Source: an optimization exercise on an open RTL-to-GDS flow (aim: small area, a short achievable clock period and few clock cycles per item). Production flows keep margins and buffers that such runs may drop. Where RTL was checked, it was by simulation tests only, not by an equivalence proof against the original.

==> exp/zinc: inputs <==
## aes_enc
module aes_enc (
    input  wire         clk,
    input  wire         rst,         
    input  wire         start,       
    input  wire [1:0]   key_len,     
    input  wire [255:0] key,         
    input  wire [127:0] din,         
    output wire         ready,       
    output reg          done,        
    output wire [127:0] dout
);
Settings: LEC_CHECK=0, CAP_MARGIN=20, CORE_MARGIN=2, CORE_UTILIZATION=50, PLACE_DENSITY=0.6, SLEW_MARGIN=20, SYNTH_HIERARCHICAL=1; clock period 15.0 ns.
run.sh (not shown) runs the stock make flow with config.mk's settings and CLKGATE_MAP_FILE= SYNTH_SCRIPT=/design/flow/synth_recipe.tcl, a recipe that flattens the netlist after the stock synthesis.
==> exp/cedar: changes against exp/zinc <==
--- a/flow/design.v
+++ b/flow/design.v
@@ -206,41 +206,66 @@
     output wire [127:0] dout
 );
     reg        busy;         
     reg        rdy;          
     reg        last;         
-    reg        r1;           
     reg  [3:0] cnt;          
     reg        m192, m256;   
     reg  [2:0] kc;           
     reg  [7:0] rcon;         
     assign ready = rdy;
-    wire m128 = !m192 && !m256;
-    wire kc0  = (kc == 3'd0);
-    wire kc4  = (kc == 3'd4);
-    wire p0   = kc0 || (m256 && kc4 && !r1);     
-    wire p2   = m192 && kc4;                     
-    wire rotw = kc0 || p2;                       
-    wire ik01 = r1 && (m256 || m192);            
-    wire ik23 = r1 && m256;                      
+    wire       m192_d = rdy ? (key_len == 2'd1) : m192;
+    wire       m256_d = rdy ? (key_len == 2'd2) : m256;
+    wire       m128_d = !m192_d && !m256_d;
+    wire [2:0] kc_d   = rdy ? ((key_len == 2'd0) ? 3'd0 : 3'd4) :
+                        (m192 && kc == 3'd4) ? 3'd2 : (m192 && kc == 3'd2) ? 3'd0 :
+                        (!m192 && !m256) ? 3'd0 : kc ^ 3'd4;
+    wire       r1_d   = rdy;
+    wire       kc0_d  = (kc_d == 3'd0);
+    wire       kc4_d  = (kc_d == 3'd4);
+    wire       p0_d   = kc0_d || (m256_d && kc4_d && !r1_d);     
+    wire       p2_d   = m192_d && kc4_d;                         
+    wire       ik01_d = r1_d && (m256_d || m192_d);              
+    wire       ik23_d = r1_d && m256_d;                          
+    reg kc0, p2, rotw;
+    reg sa01, sb01, sa23, sb23, sc;      
+    reg c0, c1, c2, c3;                  
+    reg m01, m23;                        
+    reg sn1a, sn1b, sn2a, sn2b;          
+    always @(posedge clk) begin
+        kc0  <= kc0_d;
+        p2   <= p2_d;
+        rotw <= kc0_d || p2_d;
+        sa01 <= m256_d || ik01_d;
+        sb01 <= m192_d && !ik01_d;
+        sa23 <= m256_d;
+        sb23 <= m192_d;
+        sc   <= m128_d;
+        c0   <= !(p0_d || ik01_d);
+        c1   <= !ik01_d;
+        c2   <= !(p2_d || ik23_d);
+        c3   <= !ik23_d;
+        m01  <= p0_d;
+        m23  <= p0_d || p2_d;
+        sn1a <= !kc0_d;
+        sn1b <= !(m256_d && kc4_d && !r1_d);
+        sn2a <= !(p2_d && !r1_d);
+        sn2b <= !(p2_d && r1_d);
+    end
     reg  [255:0] kw;
     wire [31:0]  K [0:7];
     genvar k;
     generate
         for (k = 0; k < 8; k = k + 1) begin : g_k
             assign K[k] = kw[255 - 32*k -: 32];
         end
     endgenerate
     wire [31:0] wold_n [0:3];
-    aes_a222oi #(32) u_wo0 (.sa(m256 || ik01), .a(K[0]), .sb(m192 && !ik01), .b(K[2]), .sc(m128), .c(K[4]), .y(wold_n[0]));
-    aes_a222oi #(32) u_wo1 (.sa(m256 || ik01), .a(K[1]), .sb(m192 && !ik01), .b(K[3]), .sc(m128), .c(K[5]), .y(wold_n[1]));
-    aes_a222oi #(32) u_wo2 (.sa(m256), .a(K[2]), .sb(m192), .b(K[4]), .sc(m128), .c(K[6]), .y(wold_n[2]));
-    aes_a222oi #(32) u_wo3 (.sa(m256), .a(K[3]), .sb(m192), .b(K[5]), .sc(m128), .c(K[7]), .y(wold_n[3]));
-    wire c0 = !(p0 || ik01);
-    wire c1 = !ik01;
-    wire c2 = !(p2 || ik23);
-    wire c3 = !ik23;
+    aes_a222oi #(32) u_wo0 (.sa(sa01), .a(K[0]), .sb(sb01), .b(K[2]), .sc(sc), .c(K[4]), .y(wold_n[0]));
+    aes_a222oi #(32) u_wo1 (.sa(sa01), .a(K[1]), .sb(sb01), .b(K[3]), .sc(sc), .c(K[5]), .y(wold_n[1]));
+    aes_a222oi #(32) u_wo2 (.sa(sa23), .a(K[2]), .sb(sb23), .b(K[4]), .sc(sc), .c(K[6]), .y(wold_n[2]));
+    aes_a222oi #(32) u_wo3 (.sa(sa23), .a(K[3]), .sb(sb23), .b(K[5]), .sc(sc), .c(K[7]), .y(wold_n[3]));
     wire [7:0] r0n = ~({8{kc0}} & rcon);
     wire [7:0] r2n = ~({8{p2}} & rcon);
     wire [31:0] A [0:3];
     wire [31:0] t0, t1, t2, t3;
     wire [7:0]  q0, q2;
@@ -257,21 +282,19 @@
     aes_nand2 #(32) u_t3  (.a({32{c3}}), .b(A[2]), .y(t3));
     aes_xor2  #(32) u_a3  (.a(wold_n[3]), .b(t3), .y(A[3]));
     wire [31:0] x23, x237, sn1, sn2, sin, sw;
     aes_xor2  #(32) u_x23  (.a(K[2]), .b(K[3]), .y(x23));
     aes_xor2  #(32) u_x237 (.a(x23), .b(K[7]), .y(x237));
-    aes_o22ai #(32) u_sn1  (.a({K[7][23:0], K[7][31:24]}), .sa(!kc0),
-                            .b(K[7]), .sb(!(m256 && kc4 && !r1)), .y(sn1));
-    aes_o22ai #(32) u_sn2  (.a({x237[23:0], x237[31:24]}), .sa(!(p2 && !r1)),
-                            .b({K[1][23:0], K[1][31:24]}), .sb(!(p2 && r1)), .y(sn2));
+    aes_o22ai #(32) u_sn1  (.a({K[7][23:0], K[7][31:24]}), .sa(sn1a),
+                            .b(K[7]), .sb(sn1b), .y(sn1));
+    aes_o22ai #(32) u_sn2  (.a({x237[23:0], x237[31:24]}), .sa(sn2a),
+                            .b({K[1][23:0], K[1][31:24]}), .sb(sn2b), .y(sn2));
     aes_nor2  #(32) u_sin  (.a(sn1), .b(sn2), .y(sin));
     aes_sbox u_ks0 (.x(sin[31:24]), .y(sw[31:24]));
     aes_sbox u_ks1 (.x(sin[23:16]), .y(sw[23:16]));
     aes_sbox u_ks2 (.x(sin[15:8]),  .y(sw[15:8]));
     aes_sbox u_ks3 (.x(sin[7:0]),   .y(sw[7:0]));
-    wire m01 = p0;
-    wire m23 = p0 || p2;
     wire [31:0] g0, g2;
     wire [127:0] nw;
     aes_nand2 #(32) u_g0 (.a({32{m01}}), .b(sw), .y(g0));
     aes_nand2 #(32) u_g2 (.a({32{m23}}), .b(sw), .y(g2));
     aes_xnor2 #(32) u_n0 (.a(A[0]), .b(g0), .y(nw[127:96]));
@@ -297,11 +320,11 @@
     generate
         for (n = 0; n < 16; n = n + 1) begin : g_sr
             assign sr[n] = sb[((n / 4 + n % 4) % 4) * 4 + n % 4];
         end
     endgenerate
-    wire e = !last;
+    reg  e;                          
     wire [127:0] mo;
     generate
         for (n = 0; n < 4; n = n + 1) begin : g_mc
             wire [31:0] s = {sr[4*n], sr[4*n + 1], sr[4*n + 2], sr[4*n + 3]};
             wire [31:0] u;           
@@ -327,25 +350,23 @@
     always @(posedge clk) begin
         st_n <= st_d;
         kw   <= kw_d;
     end
     always @(posedge clk) begin
+        m192 <= m192_d;
+        m256 <= m256_d;
+        kc   <= kc_d;
         if (rdy) begin
-            m192  <= (key_len == 2'd1);
-            m256  <= (key_len == 2'd2);
             cnt   <= (key_len == 2'd0) ? 4'd9 : (key_len == 2'd1) ? 4'd11 : 4'd13;
-            kc    <= (key_len == 2'd0) ? 3'd0 : 3'd4;
             rcon  <= 8'h01;
-            r1    <= 1'b1;
             last  <= 1'b0;
+            e     <= 1'b1;
         end else begin
-            kc    <= (m192 && kc4) ? 3'd2 : (m192 && kc == 3'd2) ? 3'd0 :
-                     m128 ? 3'd0 : kc ^ 3'd4;
             if (rotw) rcon <= {rcon[6:0], 1'b0} ^ (rcon[7] ? 8'h1b : 8'h00);
             cnt   <= cnt - 4'd1;
-            r1    <= 1'b0;
             last  <= (cnt == 4'd1);
+            e     <= (cnt != 4'd1);
         end
     end
     always @(posedge clk) begin
         if (rst) begin
             busy <= 1'b0;
==> flow/flow/run.sh (new file) <==
#!/bin/bash
# Layout flow: the standard flow (standard.sh, unchanged synthesis), with
# plain buf_1 cells as the port buffers instead of the flow's default choice.
set -euo pipefail
bash standard.sh "BUFFER_PORTS_ARGS=-buffer_cell sky130_fd_sc_hd__buf_1" finish > make_finish.log 2>&1
==> flow/standard.sh (new file) <==
#!/bin/bash
# synth_recipe.tcl (not shown) runs the flow's synth.tcl, then flattens the netlist and writes it again
# the make line also repeats each setting of config.mk as NAME=value (left out here)
make -C /OpenROAD-flow-scripts/flow DESIGN_CONFIG=/design/flow/config.mk WORK_HOME=/design/flow/orfs CLKGATE_MAP_FILE= SYNTH_SCRIPT=/design/flow/synth_recipe.tcl "${@:-finish}"
Settings changed: CORE_UTILIZATION 50 to 60, PLACE_DENSITY 0.6 to 0.7.
removed: flow/run.sh
==> exp/harbor: changes against exp/zinc <==
Settings changed: CORE_UTILIZATION 50 to 65, PLACE_DENSITY 0.6 to 0.75.
==> out/summary.txt <==
Area growth syn-to-layout = 9.29%
Cells after Synth = 5,360
Mux cell area share after synthesis = 0.00166
GP Congestion = 1.02
Die Ht = 274 µm
CLK BUF = 63
Worst Hold End = cnt[0]
Outcome = timing/DRC/antenna clean
Tapcells = 950
DRT iter0 DRCs = 4,746
Crit share post-route = 0.520
Final Instance Area = 0.0478 mm²
Commonest non-fill, non-tap cells in the layout = xor2_1, nand2_1, xnor2_1
[end of results for exp/cedar]
==> out/summary.txt <==
Worst Hold End = last
Crit share post-route = 0.563
Final Instance Area = 0.0507 mm²
DRT iter0 DRCs = 6,228
CLK BUF = 61
GP Congestion = 1.06
Area growth syn-to-layout = 16.9%
Cells after Synth = 5,335
Commonest non-fill, non-tap cells in the layout = xor2_1, nand2_1, xnor2_1
Outcome = timing/DRC/antenna clean
[end of results for exp/harbor]
==> out/summary.txt <==
Outcome = timing/DRC/antenna clean
Commonest non-fill, non-tap cells in the layout = xor2_1, nand2_1, xnor2_1
GP Congestion = 1.00
Final Instance Area = 0.0510 mm²
Tapcells = 1,144
Mux cell area share after synthesis = 0.000231
Worst Hold End = cnt[0]
DRT iter0 DRCs = 3,891
Crit share post-route = 0.572
Cells after Synth = 5,335
CLK BUF = 72
Area growth syn-to-layout = 17.7%
[end of results for exp/zinc]
Testbench counts of exp/cedar, summed over its fixed seeds: cycles 30,128, blocks 2,400.
For exp/zinc and exp/harbor, only the layout was checked, not whether the RTL still works.

-- static timing again, ports no longer ideal --
Ports are ideal in the flow. The routed layouts listed here were re-timed in OpenROAD. Step 1 assumes that a clkbuf_16 drives the clock port and a buf_2 every other input. Step 2 adds t to the input delays and takes it off the output delays; t is the mean of the earliest and latest rising clock arrival at the registers after step 1. Input paths then give back, and output paths get back, about the clock's delay inside the block. a / b / c = ideal / step 1 / step 2; a / b = the first two.
run	t, ns	setup slack, ns	worst hold slack (ns)
exp/zinc	0.681	6.415 / 6.415 / 6.415	0.431 / 0.431 / 0.431
exp/cedar	0.681	7.195 / 7.195 / 7.195	0.426 / 0.426 / 0.426
exp/harbor	0.679	6.552 / 6.552 / 6.552	0.445 / 0.445 / 0.445
After both steps setup and hold are still met in every run listed.
